Background: an optimization exercise with open tools, aiming at small area, a short achievable clock period and few clock cycles per item. Do not read the settings as production practice. The RTL was checked by simulation tests, not by an equivalence proof against the original design.

## the baseline
==> flow/design.v <==
module ftn_iv_perm (
    input  wire         clk,
    input  wire         rst,         
    input  wire [127:0] w,           
    input  wire         in_valid,
    output wire         in_ready,
    input  wire [63:0]  x,           
    output wire         out_valid,
    input  wire         out_ready,
    output wire [63:0]  iv
);
    function [63:0] bswap64(input [63:0] v);
        integer i;
        begin
            for (i = 0; i < 8; i = i + 1)
                bswap64[8*i +: 8] = v[63-8*i -: 8];
        end
    endfunction
    function [63:0] rotl(input [63:0] v, input integer b);
        rotl = (v << b) | (v >> (64 - b));
    endfunction
    function [39:0] msg(input [31:0] r, input [2:0] i);
        msg = {r[7:0], r[15:8], r[23:16], r[31:24], 5'd0, i};
    endfunction
    function [63:0] add64(input [63:0] a, input [63:0] b);
        reg [63:0] g, p, gg, pp, gn, pn;
        integer i, d, j;
        begin
            g = a & b;
            p = a ^ b;
            gg = g; pp = p;
            for (d = 1; d < 64; d = d * 2) begin
                gn = gg; pn = pp;
                for (i = 0; i < 64; i = i + 1)
                    if ((i / d) % 2 == 1) begin
                        j = (i / d) * d - 1;
                        gn[i] = gg[i] | (pp[i] & gg[j]);
                        pn[i] = pp[i] & pp[j];
                    end
                gg = gn; pp = pn;
            end
            add64 = p ^ {gg[62:0], 1'b0};
        end
    endfunction
    localparam [1:0] EMPTY = 2'd0, BUSY = 2'd1, WAIT = 2'd2;
    reg [63:0] sv0, sv1, sv2, sv3;
    reg [31:0] sl, sr;
    reg [5:0]  sph;          
    reg [1:0]  sfi;          
    reg [1:0]  sst;
    reg        sold;         
    reg [63:0] tv0, tv1, tv2, tv3;
    reg [31:0] tl, tr;
    reg [5:0]  tph;
    reg [1:0]  tfi;
    reg [1:0]  tst;
    reg        told;
    reg [63:0] oq;
    reg        ov;
    wire [63:0] k0 = bswap64(w[127:64]);
    wire [63:0] k1 = bswap64(w[63:0]);
    wire [63:0] i0 = k0 ^ 64'h736f6d6570736575;
    wire [63:0] i1 = k1 ^ 64'h646f72616e646f6d;
    wire [63:0] i2 = k0 ^ 64'h6c7967656e657261;
    wire [63:0] i3 = k1 ^ 64'h7465646279746573 ^ {8'd5, 56'd0};   
    wire [63:0] a  = add64(sv0, sv1);
    wire [63:0] b  = add64(sv2, sv3);
    wire [63:0] h1 = rotl(sv1, 13) ^ a;
    wire [63:0] h0 = rotl(a, 32);
    wire [63:0] h3 = rotl(sv3, 16) ^ b;
    wire [63:0] h2 = b;
    wire [63:0] c  = add64(tv0, tv3);
    wire [63:0] d  = add64(tv2, tv1);
    wire [63:0] n0 = c;
    wire [63:0] n1 = rotl(tv1, 17) ^ d;
    wire [63:0] n2 = rotl(d, 32);
    wire [63:0] n3 = rotl(tv3, 21) ^ c;
    wire [63:0] e  = rotl(tv3, 21) ^ rotl(tv1, 17);
    wire [31:0] rq = tl ^ e[31:0];
    wire [31:0] rn = (rq ^ d[31:0]) ^ d[63:32];
    wire t_last   = tph[5];
    wire t_fin    = tst == BUSY && t_last && tfi == 2'd3;
    wire t_reload = tst == BUSY && t_last && tfi != 2'd3;
    wire s_wait   = sst == WAIT;
    wire can_out  = !ov || out_ready;
    wire t_out    = can_out && ((t_fin && !s_wait) || (tst == WAIT && told));
    reg  in_rdy;             
    wire accept = in_valid && in_rdy && !rst;
    assign in_ready = in_rdy;
    wire ov_n     = t_out || (ov && !out_ready);
    wire s_wait_n = !accept && ((t_fin && !t_out) || (tst == WAIT && !t_out));
    wire [39:0] mt = msg(tr, {1'b0, tfi} + 3'd1);      
    wire [39:0] mq = i3[39:0] ^ msg(rq, {1'b0, tfi} + 3'd2);
    wire [39:0] mn = (mq ^ msg(d[31:0], 3'd0)) ^ msg(d[63:32], 3'd0);
    always @(posedge clk) begin
        tv0 <= h0; tv1 <= h1; tv2 <= h2; tv3 <= h3;
        tl  <= sl; tr  <= sr;
        tph <= sph; tfi <= sfi;
        tst <= sst;
        told <= sold || (t_out && tst == WAIT);
        if (accept) begin
            sv0 <= i0; sv1 <= i1; sv2 <= i2;
            sv3 <= i3 ^ {24'd0, msg(x[31:0], 3'd1)};
            sl  <= x[63:32];
            sr  <= x[31:0];
            sph <= 6'b000001;
            sfi <= 2'd0;
            sst <= BUSY;
            sold <= 1'b0;
        end else begin
            if (t_reload) begin
                sv0 <= i0; sv1 <= i1; sv2 <= i2;
                sv3 <= {i3[63:40], mn};
            end else begin
                sv0 <= n0 ^ (tph[1] ? {8'd5, 16'd0, mt} : 64'd0);
                sv1 <= n1;
                sv2 <= n2 ^ (tph[1] ? 64'hff : 64'd0);
                sv3 <= n3;
            end
            if (tst == BUSY && t_last) begin
                sl <= tr;
                sr <= rn;
            end else begin
                sl <= tl;
                sr <= tr;
            end
            sph <= {tph[4:0], tph[5]};
            sfi <= t_last ? tfi + 2'd1 : tfi;
            if (t_fin)
                sst <= t_out ? EMPTY : WAIT;
            else if (tst == WAIT && t_out)
                sst <= EMPTY;
            else
                sst <= tst;
            sold <= t_fin ? !s_wait : told;
        end
        in_rdy <= sst == EMPTY || (sst == BUSY && sph[5] && sfi == 2'd3 && !ov_n && !s_wait_n);
        if (t_out) begin
            oq <= (tst == WAIT) ? {tl, tr} : {tr, rn};
            ov <= 1'b1;
        end else if (out_ready) begin
            ov <= 1'b0;
        end
        if (rst) begin
            in_rdy <= 1'b1;
            sst <= EMPTY;
            tst <= EMPTY;
            ov  <= 1'b0;
        end
    end
    assign out_valid = ov;
    assign iv        = oq;
endmodule
clock: 10.0 ns
lec_check: 0
cap_margin: 20
core_margin: 2
core_utilization: 40
cts_cluster_diameter: 60
cts_cluster_size: 30
slew_margin: 20
setup_slack_margin: 6
buffer_ports_args: -buffer_cell sky130_fd_sc_hd__buf_1
standard.sh (not shown) runs the stock make flow with config.mk's settings and CLKGATE_MAP_FILE= SYNTH_SCRIPT=/design/flow/synth_recipe.tcl, a recipe that flattens the netlist after the stock synthesis.
==> flow/flow/run.sh <==
#!/bin/bash
set -eu
cat >> config.mk <<'EOF'
export SETUP_SLACK_MARGIN = 6
export BUFFER_PORTS_ARGS = -buffer_cell sky130_fd_sc_hd__buf_1
EOF
bash standard.sh > standard.log 2>&1
Testbench counts of the baseline, summed over its fixed seeds: cycles 38,440, items 1,600.
Modified inputs, the candidate compared to the baseline
diff --git a/flow/design.v b/flow/design.v
--- a/flow/design.v
+++ b/flow/design.v
@@ -48,14 +48,16 @@
     reg [5:0]  sph;          
     reg [1:0]  sfi;          
     reg [1:0]  sst;
     reg        sold;         
+    reg        sok;          
     reg [63:0] tv0, tv1, tv2, tv3;
     reg [31:0] tl, tr;
     reg [5:0]  tph;
     reg [1:0]  tfi;
     reg [1:0]  tst;
     reg        told;
+    reg        tok;
     reg [63:0] oq;
     reg        ov;
     wire [63:0] k0 = bswap64(w[127:64]);
     wire [63:0] k1 = bswap64(w[63:0]);
@@ -82,9 +84,9 @@
     wire t_fin    = tst == BUSY && t_last && tfi == 2'd3;
     wire t_reload = tst == BUSY && t_last && tfi != 2'd3;
     wire s_wait   = sst == WAIT;
     wire can_out  = !ov || out_ready;
-    wire t_out    = can_out && ((t_fin && !s_wait) || (tst == WAIT && told));
+    wire t_out    = can_out && ((t_fin && !s_wait) || (tst == WAIT && told && tok));
     reg  in_rdy;             
     wire accept = in_valid && in_rdy && !rst;
     assign in_ready = in_rdy;
     wire ov_n     = t_out || (ov && !out_ready);
@@ -97,8 +99,9 @@
         tl  <= sl; tr  <= sr;
         tph <= sph; tfi <= sfi;
         tst <= sst;
         told <= sold || (t_out && tst == WAIT);
+        tok <= sok;
         if (accept) begin
             sv0 <= i0; sv1 <= i1; sv2 <= i2;
             sv3 <= i3 ^ {24'd0, msg(x[31:0], 3'd1)};
             sl  <= x[63:32];
@@ -110,15 +113,17 @@
         end else begin
             if (t_reload) begin
                 sv0 <= i0; sv1 <= i1; sv2 <= i2;
                 sv3 <= {i3[63:40], mn};
-            end else begin
+            end else if (tst == BUSY && !t_last) begin
                 sv0 <= n0 ^ (tph[1] ? {8'd5, 16'd0, mt} : 64'd0);
                 sv1 <= n1;
                 sv2 <= n2 ^ (tph[1] ? 64'hff : 64'd0);
                 sv3 <= n3;
+            end else begin
+                sv0 <= 64'd0; sv1 <= 64'd0; sv2 <= 64'd0; sv3 <= 64'd0;
             end
-            if (tst == BUSY && t_last) begin
+            if ((tst == BUSY && t_last) || tst == WAIT) begin
                 sl <= tr;
                 sr <= rn;
             end else begin
                 sl <= tl;
@@ -132,12 +137,13 @@
                 sst <= EMPTY;
             else
                 sst <= tst;
             sold <= t_fin ? !s_wait : told;
+            sok  <= !t_fin && !tok;
         end
         in_rdy <= sst == EMPTY || (sst == BUSY && sph[5] && sfi == 2'd3 && !ov_n && !s_wait_n);
         if (t_out) begin
-            oq <= (tst == WAIT) ? {tl, tr} : {tr, rn};
+            oq <= {tr, rn};
             ov <= 1'b1;
         end else if (out_ready) begin
             ov <= 1'b0;
         end
### Flow results
- Number of buffers inserted to repair setup after CTS, the baseline and the candidate: lower on the baseline
- | wire length of the first global-routing pass | the candidate vs the baseline | about 3.4% lower |
- sv3[19] as the endpoint of the worst setup timing path was reported by the candidate, and sv2[31] by the baseline.
- | maximum number of pins on one net before global-route repair | higher: the baseline |
- Taking the baseline as the reference point, the sequential cell area share of the candidate falls by 0.29 points.
- The net count after synthesis in the candidate is 0.941 times that in the baseline.
- The higher via count of the first global-routing pass came out of the baseline.
- Summary: with the baseline as the reference, routed wire length on met3 in the candidate moved up by more than 10%.
Testbench counts of the candidate, summed over its fixed seeds: cycles 38,440, items 1,600.

separate check: timing with driven ports:
In the flow no input, the clock included, has a driving cell. The finished layouts below were timed again as built, in two steps.
Step 1 assumes that a clkbuf_16 drives the clock port and a buf_2 every other input.
Step 2 also shifts input and output timing later by t, the mid clock arrival at the registers, as if the neighbouring blocks saw the same clock.
Slacks: ideal / step 1 / step 2; pairs: ideal / step 1.
run | shift t [ns] | slack for setup (ns) | worst register clock-pin slew, ns
the baseline | 0.730 | 5.729 / 5.766 / 5.037 | 0.10 / 0.10
the candidate | 0.711 | 5.848 / 5.848 / 5.448 | 0.11 / 0.11
After both steps setup and hold are still met in every run listed. For the baseline, which loses most, drivers alone change the setup slack by +0.037 ns; drivers and shift together by -0.692 ns.
